Source: an optimization exercise on an open RTL-to-GDS flow (aim: small area, a short achievable clock period and few clock cycles per item). Production flows keep margins and buffers that such runs may drop.
In this exercise RTL edits were held to simulation tests only and were not proved equivalent to the original.

==> inputs of job 7359 <==
// aes_engine
module aes_engine (
  input  wire         clk,
  input  wire         rst,           
  input  wire         key_valid,
  output wire         key_ready,
  input  wire [255:0] key,           
  input  wire [1:0]   key_len,       
  input  wire         in_valid,
  output wire         in_ready,
  input  wire [127:0] in_data,
  input  wire         in_decrypt,    
  output wire         out_valid,
  input  wire         out_ready,
  output wire [127:0] out_data
);
==> flow/config.mk <==
export PLATFORM = sky130hd
export DESIGN_NAME = aes_engine
export DESIGN_NICKNAME = aes_engine
export VERILOG_FILES = /design/flow/design.v
export SDC_FILE = /design/flow/constraint.sdc
export NUM_CORES = 8
export LEC_CHECK = 0
export CAP_MARGIN = 20
export CORE_MARGIN = 2
export CORE_UTILIZATION = 50
export SETUP_SLACK_MARGIN = 5
export SLEW_MARGIN = 20
==> flow/constraint.sdc <==
create_clock -name core_clock -period 11.0 [get_ports {clk}]
set_input_delay 2.2000 -clock core_clock [delete_from_list [all_inputs] [get_ports {clk}]]
set_output_delay 2.2000 -clock core_clock [all_outputs]
set_load 0.01 [all_outputs]
standard.sh (not shown) runs the stock make flow with config.mk's settings and CLKGATE_MAP_FILE= SYNTH_SCRIPT=/design/flow/synth_recipe.tcl, a recipe that flattens the netlist after the stock synthesis.
==> flow/flow/run.sh <==
#!/bin/bash
# Own layout flow: the standard synthesis (standard.sh synth), then the
# combinational logic between the registers is mapped again by ABC with an
# area-oriented script (the registers, their names and cell types are kept as
# they are), then the standard layout (standard.sh) from that netlist.
# Each tool's output goes to a log file of its own in this folder.
set -euo pipefail
R=orfs/results/${FLOW_PLATFORM}/aes_engine/base
L=orfs/logs/${FLOW_PLATFORM}/aes_engine/base

bash standard.sh synth > synth.log 2>&1

YOSYS=yosys
if [[ -x "${FLOW_HOME}/../tools/install/yosys/bin/yosys" ]]; then
  YOSYS="${FLOW_HOME}/../tools/install/yosys/bin/yosys"
fi
cp "$R/1_2_yosys.v" std_synth.v
# the synthesis's own don't-use list, as its ABC call had it
grep -o -- "-dont_use [^ ]*" "$L/1_2_yosys.log" | sort -u | tr '\n' ' ' > dont_use.txt
NETIN=std_synth.v NETOUT=remapped.v ABCSCR=flow/area.abc \
  LIB="${FLOW_HOME}/platforms/${FLOW_PLATFORM}/lib/sky130_fd_sc_hd__tt_025C_1v80.lib" \
  DONT_USE="$(cat dont_use.txt)" \
  "$YOSYS" -c flow/remap.tcl > remap.log 2>&1
# the registers (and tie cells) must be the standard synthesis's, by type and name
python3 flow/regs.py std_synth.v > regs_std.txt
python3 flow/regs.py remapped.v > regs_remapped.txt
cmp regs_std.txt regs_remapped.txt > regs_cmp.log 2>&1
cp remapped.v "$R/1_2_yosys.v"
rm -f "$R/1_synth.odb"

bash standard.sh > layout.log 2>&1
Other scripts of this flow, unchanged in this note and not shown: flow/flow/area.abc, flow/flow/regs.py, flow/flow/remap.tcl
==> job 5986 (differences from job 7359) <==
--- a/flow/design.v
+++ b/flow/design.v
@@ -51,85 +51,86 @@
   wire [3:0] sq = {s[1] ^ s[3], s[0] ^ s[1] ^ s[2] ^ s[3], s[0] ^ s[1], s[0]};
   wire [3:0] d  = g16m(ah, al) ^ sq;
   wire [3:0] di = g16inv(d);
   assign v = {g16m(di, al), g16m(di, ah)};
 endmodule
 `timescale 1ns/1ps
 module aes_sbox_ad (
-  input  wire [7:0] x,
+  input  wire [7:0] xe,
+  input  wire [7:0] xd,
   input  wire       dec,
   output wire [7:0] v
 );
   wire [7:0] te, td;
-  assign te[0] = x[0] ^ x[3] ^ x[5] ^ x[6] ^ x[7];
-  assign te[1] = x[0] ^ x[1] ^ x[5] ^ x[7];
-  assign te[2] = x[0] ^ x[1] ^ x[2] ^ x[3] ^ x[4];
-  assign te[3] = x[0] ^ x[4] ^ x[7];
-  assign te[4] = x[0] ^ x[2] ^ x[4] ^ x[7];
-  assign te[5] = x[0] ^ x[1] ^ x[4] ^ x[6] ^ x[7];
-  assign te[6] = x[0] ^ x[2] ^ x[3] ^ x[4];
-  assign te[7] = x[0] ^ x[1] ^ x[2] ^ x[3] ^ x[4] ^ x[5];
-  assign td[0] = ~(x[1] ^ x[2] ^ x[3] ^ x[5] ^ x[6]);
-  assign td[1] = ~(x[0] ^ x[1] ^ x[3] ^ x[5]);
-  assign td[2] = x[4];
-  assign td[3] = ~(x[2] ^ x[3] ^ x[4] ^ x[5] ^ x[7]);
-  assign td[4] = x[1] ^ x[2] ^ x[3] ^ x[5];
-  assign td[5] = ~(x[2] ^ x[3] ^ x[4] ^ x[6] ^ x[7]);
-  assign td[6] = x[0] ^ x[3] ^ x[4] ^ x[6];
-  assign td[7] = x[2] ^ x[7];
+  assign te[0] = xe[0] ^ xe[4] ^ xe[5] ^ xe[6];
+  assign te[1] = xe[0] ^ xe[1] ^ xe[2] ^ xe[5] ^ xe[6] ^ xe[7];
+  assign te[2] = xe[0] ^ xe[5] ^ xe[6] ^ xe[7];
+  assign te[3] = xe[0] ^ xe[1] ^ xe[5] ^ xe[6];
+  assign te[4] = xe[0];
+  assign te[5] = xe[0] ^ xe[1] ^ xe[3] ^ xe[4] ^ xe[7];
+  assign te[6] = xe[0] ^ xe[1] ^ xe[2] ^ xe[3] ^ xe[6];
+  assign te[7] = xe[0] ^ xe[5] ^ xe[6];
+  assign td[0] = ~(xd[0] ^ xd[1] ^ xd[4] ^ xd[6]);
+  assign td[1] = xd[4] ^ xd[7];
+  assign td[2] = ~(xd[0] ^ xd[1] ^ xd[3] ^ xd[6]);
+  assign td[3] = ~(xd[4] ^ xd[6]);
+  assign td[4] = ~(xd[2] ^ xd[5] ^ xd[7]);
+  assign td[5] = ~(xd[4] ^ xd[6] ^ xd[7]);
+  assign td[6] = xd[0] ^ xd[1] ^ xd[4] ^ xd[5] ^ xd[6];
+  assign td[7] = ~(xd[0] ^ xd[3] ^ xd[4]);
   aes_gf_inv_d u_inv (.t(dec ? td : te), .v(v));
 endmodule
 module aes_inv_sbox_b (
   input  wire [7:0] v,
   output wire [7:0] y
 );
-  assign y[0] = v[0] ^ v[3] ^ v[4] ^ v[5] ^ v[7];
-  assign y[1] = v[2] ^ v[6];
-  assign y[2] = v[3] ^ v[4];
-  assign y[3] = v[0] ^ v[1] ^ v[3] ^ v[5];
-  assign y[4] = v[1] ^ v[3] ^ v[6] ^ v[7];
-  assign y[5] = v[2] ^ v[7];
-  assign y[6] = v[2] ^ v[3] ^ v[5] ^ v[6];
-  assign y[7] = v[0] ^ v[1] ^ v[3] ^ v[4] ^ v[5] ^ v[6];
+  assign y[0] = v[4];
+  assign y[1] = v[3] ^ v[7];
+  assign y[2] = v[1] ^ v[2] ^ v[3] ^ v[7];
+  assign y[3] = v[0] ^ v[2] ^ v[3] ^ v[4] ^ v[5] ^ v[7];
+  assign y[4] = v[0] ^ v[7];
+  assign y[5] = v[0] ^ v[1] ^ v[3] ^ v[4] ^ v[5] ^ v[6];
+  assign y[6] = v[0] ^ v[1] ^ v[3] ^ v[5] ^ v[6] ^ v[7];
+  assign y[7] = v[2] ^ v[7];
 endmodule
 module aes_sbox_be (
   input  wire [7:0] v,
   output wire [7:0] y
 );
-  assign y[0] = ~(v[5] ^ v[6] ^ v[7]);
-  assign y[1] = ~(v[1] ^ v[2] ^ v[3] ^ v[5] ^ v[6]);
-  assign y[2] = v[1] ^ v[4] ^ v[5] ^ v[6] ^ v[7];
-  assign y[3] = v[0] ^ v[2] ^ v[4] ^ v[5] ^ v[7];
-  assign y[4] = v[2];
-  assign y[5] = ~(v[0] ^ v[3] ^ v[4] ^ v[5]);
-  assign y[6] = ~(v[0] ^ v[4]);
-  assign y[7] = v[1] ^ v[4] ^ v[5] ^ v[6];
+  assign y[0] = ~(v[0] ^ v[2] ^ v[7]);
+  assign y[1] = ~(v[2] ^ v[3] ^ v[7]);
+  assign y[2] = v[0] ^ v[3] ^ v[4] ^ v[5] ^ v[6];
+  assign y[3] = v[0] ^ v[1] ^ v[2] ^ v[3] ^ v[5];
+  assign y[4] = v[1] ^ v[3] ^ v[5];
+  assign y[5] = ~(v[0] ^ v[6]);
+  assign y[6] = ~(v[1] ^ v[5]);
+  assign y[7] = v[3] ^ v[5];
 endmodule
 module aes_gf_inv_d (
   input  wire [7:0] t,
   output wire [7:0] v
 );
   function [1:0] g4m; input [1:0] a, b; reg e; begin
     e = (a[1] ^ a[0]) & (b[1] ^ b[0]);
     g4m = {(a[1] & b[1]) ^ e, (a[0] & b[0]) ^ e};
   end endfunction
-  function [1:0] g4n; input [1:0] a; begin g4n = {a[0] ^ a[1], a[1]}; end endfunction
+  function [1:0] g4n; input [1:0] a; begin g4n = {a[0], a[0] ^ a[1]}; end endfunction
   function [3:0] g16m; input [3:0] a, b; reg [1:0] e; begin
     e = g4n(g4m(a[3:2] ^ a[1:0], b[3:2] ^ b[1:0]));
     g16m = {g4m(a[3:2], b[3:2]) ^ e, g4m(a[1:0], b[1:0]) ^ e};
   end endfunction
   function [3:0] g16inv; input [3:0] a; reg [1:0] d, di, s; begin
     s  = a[3:2] ^ a[1:0];
     d  = g4m(a[3:2], a[1:0]) ^ g4n({s[0], s[1]});
     di = {d[0], d[1]};
     g16inv = {g4m(di, a[1:0]), g4m(di, a[3:2])};
   end endfunction
   wire [3:0] ah = t[7:4], al = t[3:0];
   wire [3:0] s  = ah ^ al;
-  wire [3:0] sq = {s[1] ^ s[3], s[0] ^ s[1] ^ s[2] ^ s[3], s[0] ^ s[1], s[0]};
+  wire [3:0] sq = {s[2] ^ s[3], s[2], s[0] ^ s[2], s[1] ^ s[3]};
   wire [3:0] d  = g16m(ah, al) ^ sq;
   wire [3:0] di = g16inv(d);
   assign v = {g16m(di, al), g16m(di, ah)};
 endmodule
 `timescale 1ns/1ps
 module aes_engine (
   input  wire         clk,
@@ -290,25 +291,27 @@
                       {w4, w5, w6, w7, n0, n1, n2, n3};
     end
   endfunction
   function [255:0] w_step_b;
     input [16:0]  c;
     input [255:0] w;
     input [31:0]  s;
-    reg   [31:0]  w0, w1, w2, w3, w4, w5, w6, w7, tw;
+    reg   [31:0]  w0, w1, w2, w3, w4, w5, w6, w7, tw, a0, a1, a2, a3;
     reg           k4, k6, k8, ph0, ph1, rot;
     begin
       {k4, k6, k8, ph0, ph1, rot} = c[13:8];
       w0 = w[255:224]; w1 = w[223:192]; w2 = w[191:160]; w3 = w[159:128];
       w4 = w[127:96];  w5 = w[95:64];   w6 = w[63:32];   w7 = w[31:0];
       tw = (rot ? {s[23:0], s[31:24]} : s) ^ {c[7:0], 24'h0};
-      w_step_b = k4 ? {w0 ^ tw, w1 ^ w0, w2 ^ w1, w3 ^ w2, w0, w1, w2, w3} :
-                 k6 ? {w2 ^ (ph0 ? tw : w1), w3 ^ w2, w4 ^ (ph1 ? tw : w3), w5 ^ w4,
-                       w0, w1, w2, w3} :
-                      {w4 ^ tw, w5 ^ w4, w6 ^ w5, w7 ^ w6, w0, w1, w2, w3};
+      a0 = k4 ? w0 : k6 ? w2 : w4;
+      a1 = k4 ? w1 : k6 ? w3 : w5;
+      a2 = k4 ? w2 : k6 ? w4 : w6;
+      a3 = k4 ? w3 : k6 ? w5 : w7;
+      w_step_b = {a0 ^ ((k6 && !ph0) ? w1 : tw), a1 ^ a0, a2 ^ ((k6 && ph1) ? tw : a1),
+                  a3 ^ a2, w0, w1, w2, w3};
     end
   endfunction
   wire [127:0] rkf = WF[255:128];
   wire [127:0] rkb = WB[255:128];
   wire        rdf  = x_fin || wb_new;
   wire [31:0] swif = sw_in_f(gcf[16:14], rdf ? WB : WF);
   wire [31:0] swib = sw_in_b(gcb[16:14], x_fin ? WF : WB);
@@ -342,25 +345,26 @@
       WB <= wnextb;
   end
   wire [127:0] rk2 = s2_gen ? rkb : rkf;
   wire [127:0] rkl = ((in_decrypt ^ x_fin) || wb_new) ? rkb : rkf;
   wire [127:0] v1;
   generate
     for (gi = 0; gi < 16; gi = gi + 1) begin : g_s1
-      aes_sbox_ad u_a (.x(R[127 - 8*(gi) -: 8]), .dec(s1_dec), .v(v1[127 - 8*(gi) -: 8]));
+      aes_sbox_ad u_a (
+        .xe(R[127 - 8*((gi % 4) + 4 * (((gi / 4) + (gi % 4)) % 4)) -: 8]),
+        .xd(R[127 - 8*((gi % 4) + 4 * (((gi / 4) + 4 - (gi % 4)) % 4)) -: 8]),
+        .dec(s1_dec), .v(v1[127 - 8*(gi) -: 8]));
     end
   endgenerate
   wire [127:0] ye, yd, s2;
   generate
     for (gi = 0; gi < 16; gi = gi + 1) begin : g_s2
       aes_sbox_be    u_e (.v(Mreg[127 - 8*(gi) -: 8]), .y(ye[127 - 8*(gi) -: 8]));
       aes_inv_sbox_b u_d (.v(Mreg[127 - 8*(gi) -: 8]), .y(yd[127 - 8*(gi) -: 8]));
-      assign s2[127 - 8*(gi) -: 8] = s2_dec ?
-        yd[127 - 8*((gi % 4) + 4 * (((gi / 4) + 4 - (gi % 4)) % 4)) -: 8] :
-        ye[127 - 8*((gi % 4) + 4 * (((gi / 4) + (gi % 4)) % 4)) -: 8];
+      assign s2[127 - 8*(gi) -: 8] = s2_dec ? yd[127 - 8*(gi) -: 8] : ye[127 - 8*(gi) -: 8];
     end
   endgenerate
   wire [127:0] x2 = s2 ^ rk2;
   wire [127:0] mx2;
   generate
     for (gi = 0; gi < 4; gi = gi + 1) begin : g_mix
       wire [7:0] c0 = s2[127 - 8*(4*gi + 0) -: 8];
==> run notes <==
| metric | job 5986 | job 7359 |
|---|---|---|
| Area of the multi-input gates | 70200 um2 | 69700 um2 |
| Share of the core filled with cells in the final layout | 59.0% | 58.7% |
| Vias in the first global route | 87200 | 87100 |
| Drt first-iter violations | 12600 | 12100 |
| Worst slack at placement | 2.57 ns | 2.98 ns |
| Maximum fanout along the worst path | 39 | 160 |
| Mean area per synthesized cell | 8.56 um2 | 8.60 um2 |
| Total detailed-routing wirelength | 439 mm | 445 mm |
| Result of the run | no timing/DRC/antenna violations | no timing/DRC/antenna violations |
| Tmin final | 6.17 ns | 6.05 ns |
| Startpoint of the worst-slack reg-to-reg timing path | s2_gen | s2_dec |
| Multi-input gates | 10300 | 10200 |
| Layout net count | 12800 | 12600 |
| Buffers, non-clock | 728 | 740 |
| Worst-case register-to-register setup slack | 4.83 ns | 4.95 ns |
| Crit. Startpoint | s2_gen | s2_dec |
| Met2 usage | 62.6% | 63.2% |
| Share of cell area taken by multi-input logic gates | 61.0% | 61.1% |
| Buffers inserted by post-CTS timing repair | 19 | 23 |
| Worst Skew | 0.0590 ns | 0.0588 ns |
| DPL Wire Length | 332 mm | 332 mm |
Testbench counts of job 7359, summed over its fixed seeds: cycles 19,497, blocks 1,536.
Testbench counts of job 5986, summed over its fixed seeds: cycles 19,497, blocks 1,536.

re-timing with driven ports:
The flow's constraints put no driver on any port. The routed layouts listed below were extracted and timed again, unchanged, in two steps.
Step 1 sets driving cells, clkbuf_16 on the clock port and buf_2 on the other inputs (assumed; they add their load-dependent delay and slew).
Step 2 adds t to the input delays and takes it off the output delays; t is the mean of the earliest and latest rising clock arrival at the registers after step 1. Input paths then give back, and output paths get back, about the clock's delay inside the block.
Three values: ideal, step 1, step 2; two values: the first two.
run | shift t [ns] | slack for setup (ns) | worst setup path at the end | latest minus earliest clock arrival (ns) | worst slew at a driven data input, ns
job 7359 | 0.907 | 4.951 / 4.951 / 4.460 | input to register | 0.060 / 0.061 | 0.11
job 5986 | 0.928 | 4.828 / 4.828 / 4.312 | input to register | 0.061 / 0.062 | 0.07
After both steps setup and hold are still met in every run listed. For job 5986, which loses most, drivers alone change the setup slack by 0.000 ns; drivers and shift together by -0.516 ns.
